This design comes from an exercise in tuning for small area, a short achievable clock period and few clock cycles on the open sky130 flow, not from production work. Function was checked by simulation only, so behaviour that the tests miss may differ from the original.

==> flow/design.v <==
module cp0_bit_engine (
    input  wire        clk,
    input  wire        rst,
    input  wire        cmd_valid,
    output wire        cmd_ready,
    input  wire [5:0]  cmd_func,
    input  wire [7:0]  cmd_mode,
    input  wire [23:0] cmd_n,
    input  wire [31:0] cmd_arg0,
    input  wire [31:0] cmd_arg1,
    input  wire [15:0] cmd_tag,
    input  wire        in_valid,
    output wire        in_ready,
    input  wire [31:0] in_data,
    output wire        out_valid,
    input  wire        out_ready,
    output wire [31:0] out_data,
    output wire        sts_valid,
    input  wire        sts_ready,
    output wire [31:0] sts_word,
    output wire [31:0] sts_crc
);
    localparam [5:0] F_CRC_GEN  = 6'h00;
    localparam [5:0] F_CRC_CHK  = 6'h01;
    localparam [5:0] F_GOLD     = 6'h08;
    localparam [5:0] F_SCRAMBLE = 6'h09;
    localparam [2:0] R_OK       = 3'd0;
    localparam [2:0] R_PARAM    = 3'd2;
    localparam [2:0] R_MISMATCH = 3'd4;
    localparam [2:0] S_IDLE = 3'd0;
    localparam [2:0] S_CRC  = 3'd1;
    localparam [2:0] S_SKIP = 3'd2;
    localparam [2:0] S_GEN  = 3'd3;
    localparam [2:0] S_DRAIN = 3'd4;
    localparam [2:0] S_STS  = 3'd5;
    localparam [32:0] NC = 33'd1600;
    function [5:0] crc_len(input [2:0] code);
        case (code)
            3'd0, 3'd1, 3'd2: crc_len = 6'd24;
            3'd3:             crc_len = 6'd16;
            3'd4:             crc_len = 6'd11;
            3'd5:             crc_len = 6'd6;
            3'd6:             crc_len = 6'd8;
            default:          crc_len = 6'd32;
        endcase
    endfunction
    function [31:0] crc_poly(input [2:0] code);
        case (code)
            3'd0:    crc_poly = 32'h0086_4CFB;   
            3'd1:    crc_poly = 32'h0080_0063;   
            3'd2:    crc_poly = 32'h00B2_B117;   
            3'd3:    crc_poly = 32'h0000_1021;   
            3'd4:    crc_poly = 32'h0000_0621;   
            3'd5:    crc_poly = 32'h0000_0021;   
            3'd6:    crc_poly = 32'h0000_009B;   
            default: crc_poly = 32'h82F6_3B78;   
        endcase
    endfunction
    function [31:0] crc_mask(input [2:0] code);
        crc_mask = (code == 3'd7) ? 32'hFFFF_FFFF : ((32'd1 << crc_len(code)) - 32'd1);
    endfunction
    function [31:0] crc_step(input [31:0] c, input b, input [2:0] code);
        reg fb;
        begin
            if (code == 3'd7) begin
                fb = c[0] ^ b;
                crc_step = (c >> 1) ^ (fb ? crc_poly(code) : 32'd0);
            end else begin
                fb = c[crc_len(code) - 6'd1] ^ b;
                crc_step = ((c << 1) ^ (fb ? crc_poly(code) : 32'd0)) & crc_mask(code);
            end
        end
    endfunction
    function stream_bit(input [31:0] w, input [4:0] i);
        stream_bit = w[{i[4:3], ~i[2:0]}];
    endfunction
    function [30:0] x1_step(input [30:0] s);
        x1_step = {s[3] ^ s[0], s[30:1]};
    endfunction
    function [30:0] x2_step(input [30:0] s);
        x2_step = {s[3] ^ s[2] ^ s[1] ^ s[0], s[30:1]};
    endfunction
    reg [2:0]  state;
    reg [5:0]  func;
    reg [2:0]  code;
    reg [15:0] tag;
    reg [23:0] bits_left;    
    reg [23:0] crc_bits;     
    reg [31:0] crc;
    reg [31:0] recv;         
    reg [32:0] skip;         
    reg [30:0] x1;
    reg [30:0] x2;
    reg [2:0]  result;
    reg        out_v;
    reg [31:0] out_d;
    reg [31:0] sts_c;
    wire [2:0] c_code = cmd_mode[2:0];
    wire       c_is_crc  = (cmd_func == F_CRC_GEN) || (cmd_func == F_CRC_CHK);
    wire       c_is_gold = (cmd_func == F_GOLD) || (cmd_func == F_SCRAMBLE);
    wire [5:0] c_len = crc_len(c_code);
    reg        c_param;
    always @(*) begin
        c_param = 1'b0;
        if (!c_is_crc && !c_is_gold)
            c_param = 1'b1;
        if (c_is_crc) begin
            if (cmd_mode[3])
                c_param = 1'b1;
            if (c_code == 3'd7 && cmd_n[2:0] != 3'd0)
                c_param = 1'b1;
            if (cmd_func == F_CRC_CHK && cmd_n <= {18'd0, c_len})
                c_param = 1'b1;
        end
    end
    function [63:0] crc_word(input [31:0] c_in, input [31:0] r_in, input [31:0] w,
                             input [23:0] nb, input [23:0] cb, input [2:0] cd);
        reg [31:0] c, r;
        reg [4:0]  p;
        integer    i;
        begin
            c = c_in;
            r = r_in;
            for (i = 0; i < 32; i = i + 1) begin
                if (i < nb) begin
                    if (i < cb) begin
                        p = (cd == 3'd7) ? (i[4:0] ^ 5'd7) : i[4:0];
                        c = crc_step(c, stream_bit(w, p), cd);
                    end else begin
                        r = {r[30:0], stream_bit(w, i[4:0])};
                    end
                end
            end
            crc_word = {c, r};
        end
    endfunction
    wire [31:0] crc_next;
    wire [31:0] recv_next;
    assign {crc_next, recv_next} = crc_word(crc, recv, in_data, bits_left, crc_bits, code);
    wire [23:0] word_bits = (bits_left > 24'd32) ? 24'd32 : bits_left;
    wire [23:0] crc_used  = (crc_bits > 24'd32) ? 24'd32 : crc_bits;
    wire [31:0] crc_final = (code == 3'd7) ? ~crc : crc;
    wire [31:0] recv_val  = (code == 3'd7) ? {recv[7:0], recv[15:8], recv[23:16], recv[31:24]}
                                           : (recv & crc_mask(code));
    wire [32:0] adv_n = (state == S_SKIP) ? ((skip > 33'd32) ? 33'd32 : skip)
                                          : {9'd0, word_bits};
    function [125:0] gold_adv(input [30:0] a_in, input [30:0] b_in, input [32:0] n);
        reg [30:0] a, b;
        reg [31:0] g, m;
        integer    j;
        begin
            a = a_in;
            b = b_in;
            g = 32'd0;
            m = 32'd0;
            for (j = 0; j < 32; j = j + 1) begin
                if (j < n) begin
                    g[{j[4:3], ~j[2:0]}] = a[0] ^ b[0];
                    m[{j[4:3], ~j[2:0]}] = 1'b1;
                    a = x1_step(a);
                    b = x2_step(b);
                end
            end
            gold_adv = {a, b, g, m};
        end
    endfunction
    wire [30:0] x1_next;
    wire [30:0] x2_next;
    wire [31:0] gold_word;
    wire [31:0] word_mask;    
    assign {x1_next, x2_next, gold_word, word_mask} = gold_adv(x1, x2, adv_n);
    wire out_free = !out_v || out_ready;
    wire gen_go   = (state == S_GEN) && (bits_left != 24'd0) && out_free &&
                    (func == F_GOLD || in_valid);
    assign cmd_ready = (state == S_IDLE);
    assign in_ready  = ((state == S_CRC) && (bits_left != 24'd0)) ||
                       ((state == S_GEN) && (func == F_SCRAMBLE) && (bits_left != 24'd0) && out_free);
    assign out_valid = out_v;
    assign out_data  = out_d;
    assign sts_valid = (state == S_STS);
    assign sts_word  = {tag, 6'd0, func, result, 1'b1};
    assign sts_crc   = sts_c;
    wire cmd_fire = cmd_valid && cmd_ready;
    wire in_fire  = in_valid && in_ready;
    always @(posedge clk) begin
        if (rst) begin
            state     <= S_IDLE;
            func      <= 6'd0;
            code      <= 3'd0;
            tag       <= 16'd0;
            bits_left <= 24'd0;
            crc_bits  <= 24'd0;
            crc       <= 32'd0;
            recv      <= 32'd0;
            skip      <= 33'd0;
            x1        <= 31'd0;
            x2        <= 31'd0;
            result    <= R_OK;
            out_v     <= 1'b0;
            out_d     <= 32'd0;
            sts_c     <= 32'd0;
        end else begin
            if (out_v && out_ready)
                out_v <= 1'b0;
            case (state)
            S_IDLE: if (cmd_fire) begin
                func      <= cmd_func;
                code      <= c_code;
                tag       <= cmd_tag;
                bits_left <= cmd_n;
                recv      <= 32'd0;
                sts_c     <= 32'd0;
                result    <= R_OK;
                if (c_param) begin
                    result <= R_PARAM;
                    state  <= S_STS;
                end else if (c_is_crc) begin
                    crc      <= (c_code == 3'd7) ? 32'hFFFF_FFFF : (cmd_arg0 & crc_mask(c_code));
                    crc_bits <= (cmd_func == F_CRC_CHK) ? (cmd_n - {18'd0, c_len}) : cmd_n;
                    state    <= S_CRC;
                end else begin
                    x1    <= 31'd1;
                    x2    <= cmd_arg0[30:0];
                    skip  <= NC + {1'b0, cmd_arg1};
                    state <= S_SKIP;
                end
            end
            S_CRC: begin
                if (bits_left == 24'd0) begin
                    sts_c <= crc_final;
                    if (func == F_CRC_CHK && crc_final != recv_val)
                        result <= R_MISMATCH;
                    state <= S_STS;
                end else if (in_fire) begin
                    crc       <= crc_next;
                    recv      <= recv_next;
                    bits_left <= bits_left - word_bits;
                    crc_bits  <= crc_bits - crc_used;
                end
            end
            S_SKIP: begin
                x1   <= x1_next;
                x2   <= x2_next;
                skip <= skip - adv_n;
                if (skip == 33'd0)
                    state <= S_GEN;
            end
            S_GEN: begin
                if (bits_left == 24'd0) begin
                    state <= S_DRAIN;
                end else if (gen_go) begin
                    x1        <= x1_next;
                    x2        <= x2_next;
                    bits_left <= bits_left - word_bits;
                    out_v     <= 1'b1;
                    if (func == F_SCRAMBLE)
                        out_d <= (in_data & word_mask) ^ gold_word;
                    else
                        out_d <= gold_word;
                end
            end
            S_DRAIN: if (!out_v || out_ready)
                state <= S_STS;
            S_STS: if (sts_ready)
                state <= S_IDLE;
            default: state <= S_IDLE;
            endcase
        end
    end
endmodule
==> flow/run.sh <==
#!/bin/bash
# synth_recipe.tcl (not shown) runs the flow's synth.tcl, then flattens the netlist and writes it again
# the make line also repeats each setting of config.mk as NAME=value (left out here)
make -C /OpenROAD-flow-scripts/flow DESIGN_CONFIG=/design/flow/config.mk WORK_HOME=/design/flow/orfs CLKGATE_MAP_FILE= SYNTH_SCRIPT=/design/flow/synth_recipe.tcl finish
==> flow/config.mk <==
export PLATFORM = sky130hd
export DESIGN_NAME = cp0_bit_engine
export DESIGN_NICKNAME = cp0_bit_engine
export VERILOG_FILES = /design/flow/design.v
export SDC_FILE = /design/flow/constraint.sdc
export NUM_CORES = 8
export LEC_CHECK = 0
export CAP_MARGIN = 20
export CORE_MARGIN = 2
export CORE_UTILIZATION = 40
export SLEW_MARGIN = 20
==> flow/constraint.sdc <==
create_clock -name core_clock -period 64.0 [get_ports {clk}]
set_input_delay 12.8000 -clock core_clock [delete_from_list [all_inputs] [get_ports {clk}]]
set_output_delay 12.8000 -clock core_clock [all_outputs]
set_load 0.01 [all_outputs]
==> summary.txt <==
Global routing
  • Vias in the first global route: 121000
  • Initial antenna violation count: 61
  • Grt total ovfl: 0
  • Met2 Use GR: 58.3%
  • Met1 Use GR: 51.1%
  • Top Usage Layer GRT: met2
  • First-pass GRT wire length: 840000 um
  • Total GRT Usage: 41.0%
  • Largest net degree at the start of global routing: 118
  • Grt met3 use: 12.9%

Routing
  • Via Count: 138000
  • 1st-iter DRT viols: 21300
  • Antenna Nets Post-Route: 0
  • Drt first pass iters: 9
  • Post-DR wirelength/cell: 29.0 um
  • Drt drc: 0
  • Routed Wire Length: 588000 um
  • Vias per cell: 6.80

Clocking
  • Cts hold-fix bufs: 0
  • Clock root buffer: clkbuf_16
  • Depth of the CTS H-tree: 2
  • Worst-Skew Late Latency: 0.63 ns
  • Post-CTS setup buffers: 0
  • TritonCTS Buffers: 37
  • CTS Buffer Depth: 3
  • Post-CTS Resized: 0
  • CTS tree: built
  • Num Clock Sinks: 302
  • Reg clk slew, reported paths: 0.06 ns

Worst hold path
  • Hold Path Depth: 2
  • Worst Hold Class: reg2reg

Cells and area
  • Design area: 113000 um2
  • Nets: 16900
  • Share of layout cells above drive strength 1: 9.56%
  • Synth-to-layout area growth: 7.33%
  • Final Non-Filler Cells: 20300
  • Layout Utilization: 43.2%

Run status
  • Status: timing/DRC/antenna clean

Flow run
  • # Max-Cap Violations: 0

Critical path
  • Cells on worst reg2reg path: 162
  • Largest fanout on the critical path: 15
  • Crit-path most repeated cell: buf_4
  • Crit-path max cell delay: 0.84 ns
  • Crit-path slowest cell: o41ai_1
  • Crit end category: register
  • Delay-heaviest family, CP: compound AO/OA/AOI/OAI gates
  • Crit path kind: in2reg
  • CP Launch Type: primary input
  • WP data required: 64.42 ns
  • Worst path depth: 157
  • WP data arrival: 60.81 ns
  • WP buf/inv: 12

Timing
  • Slew Limit Fails: 0
  • Slew at the pin closest to its max-slew limit: 1.34 ns
  • Fin crit period: 60.39 ns
  • Worst hold margin: 0.454 ns
  • FMAX: 0.0166 GHz
  • Final Hold Vio Count: 0
  • Unrepaired setup endpoints after global routing: false
  • Setup Skew: 0.0328 ns
  • Final setup viols: 0
  • Worst rel slew slack: 10.3%
  • Fin Setup TNS: 0 ns
  • Final Cycle Share: 94.4%
  • PnR worst setup slack: 3.61 ns

Die
  • Initial core utilization: 40.3%
  • Die height: 518 um
  • Die width: 518 um
  • I/O Pins: 256
  • Total core area: 263000 um2
  • Site Rows: 188
  • Die ar.: 268000 um2

Place
  • Setup WS pre-CTS: 5.12 ns
  • Placer's final routability congestion estimate: 1.08
  • Placement Cell Area: 112000 um2
  • Post-Place Cells: 20100
  • HPWL Detailed: 433000 um
  • IO Port Bufs: 242

Yosys
  • Synth Register Bits: 302
  • Syn avg cell area: 6.21 um2
  • Top FF cell, synth: dfxtp_1
  • Unique masters post-synth: 176
  • Sequential area share after synthesis: 5.72%
  • Post-synth top area cell: mux2i_1
  • YS warnings: 1
  • Top-area cell type share of the netlist area: 8.75%
  • Fraction of registers with async set/reset: 0%
  • Post-synth EDFFs: 0
  • Cell count after synthesis: 17000
  • Synth Cell Area: 106000 um2
  • Largest cells by area after synthesis: mux2i_1, nor2_1, a21oi_1, nand2_1, xnor2_1
==> cell usage in the layout (no fill, tap or decap), types with 51 or more instances in the layout <==
cell type	count
nor2_1	2387
nand2_1	2341
a21oi_1	1804
o21ai_0	1198
mux2i_1	924
buf_4	866
xnor2_1	766
nor3_1	439
o22ai_1	420
nand3_1	400
xor2_1	382
o211ai_1	304
dfxtp_1	299
a211oi_1	285
clkdlybuf4s50_1	240
a31oi_1	231
a221oi_1	173
o21ai_1	169
and2_1	155
a22oi_1	150
or3_1	148
a21o_1	123
o221ai_1	119
and3_1	114
nor4_1	101
o21a_1	97
nand4_1	94
diode_2	79
inv_1	79
o31ai_1	74
nand2b_1	71
a22o_1	59
o22a_1	57
a221o_1	56
a311oi_1	55
or2_2	51
==> metal layers <==
layer / wire length (um) / vias to the layer above
met4: 51500 / 32
met1: 223000 / 64400
met3: 79600 / 2307
li1: - / 61700
met5: 295 / -
met2: 234000 / 9510
==> worst min-delay path: stages (launching register included) <==
cell and delay (ns):
dfxtp_1 0.31, nand2_1 0.05, a21oi_1 0.05
==> Yosys cell counts, types with 302 or more instances <==
cell / n
mux2i_1: 924
o21ai_0: 1207
nor3_1: 446
nand2_1: 2362
xnor2_1: 769
clkbuf_1: 816
a21oi_1: 1838
dfxtp_1: 302
o211ai_1: 304
xor2_1: 383
o22ai_1: 422
nor2_1: 2463
nand3_1: 405
==> final timing paths <==
| kind | slack, ns | endpoint | startpoint |
|---|---|---|---|
| worst min-delay path | 0.45 | tag[1] | tag[1] |
| worst max-delay path | 3.61 | crc[2] | in_data[0] |
| worst max register to register | 12.42 | crc[2] | code[1] |
| worst min register to register | 0.45 | tag[1] | tag[1] |
==> flip-flops by register name, indices dropped and copies added (netlist names), 3 cells and up <==
register,flops
skip,33
crc,32
out_d,32
recv,32
sts_c,32
x1,31
x2,31
bits_left,24
crc_bits,24
tag,16
func,6
code,3
state,3
==> logic make-up after synthesis <==
| logic type | share of synthesized area [%] |
|---|---|
| adder cells (fa/ha/maj) | 0.547 |
| other | 0.00711 |
| AO/OA/AOI/OAI | 37.7 |
| buffers and inverters | 8.56 |
| flip-flops | 5.72 |
| multiplexers | 9.64 |
| AND/OR/NAND/NOR | 27.7 |
| XOR/XNOR | 10.1 |
==> layout make-up <==
| type | instances | area, um2 |
|---|---|---|
| inverter | 92 | 365 |
| fill | 28900 | 149000 |
| multi-input combinational | 15100 | 92000 |
| clock buffer | 46 | 1040 |
| timing repair buffer | 1116 | 9090 |
| clock inverter | 22 | 298 |
| antenna | 79 | 198 |
| tap | 3515 | 4400 |
| sequential | 302 | 6050 |
Testbench counts, summed over its fixed seeds: cycles 27,837.

re-timing with driven ports:
No port has a modelled driver above. Below, the same layout with a new extraction and two added sets of constraints.
Step 1 sets driving cells, clkbuf_16 on the clock port and buf_2 on the other inputs (assumed; they add their load-dependent delay and slew).
Step 2 moves the port delays by t, midway between the first and last clock arrival at a register: inputs arrive t later, outputs are due t later. That takes back most of the time a late clock gives input paths.
Slacks: no drivers / after step 1 / after step 2; pairs: no drivers / after step 1.
shift t [ns]: 0.688
slack for setup (ns): 3.613 / 3.670 / 2.982
hold slack, ns: 0.454 / 0.454 / 0.454
worst setup path after step 2: input to register
latest minus earliest clock arrival (ns): 0.033 / 0.033
After both steps this run still meets setup and hold. The setup slack of this run moves by +0.057 ns with the drivers and by -0.631 ns with both steps.
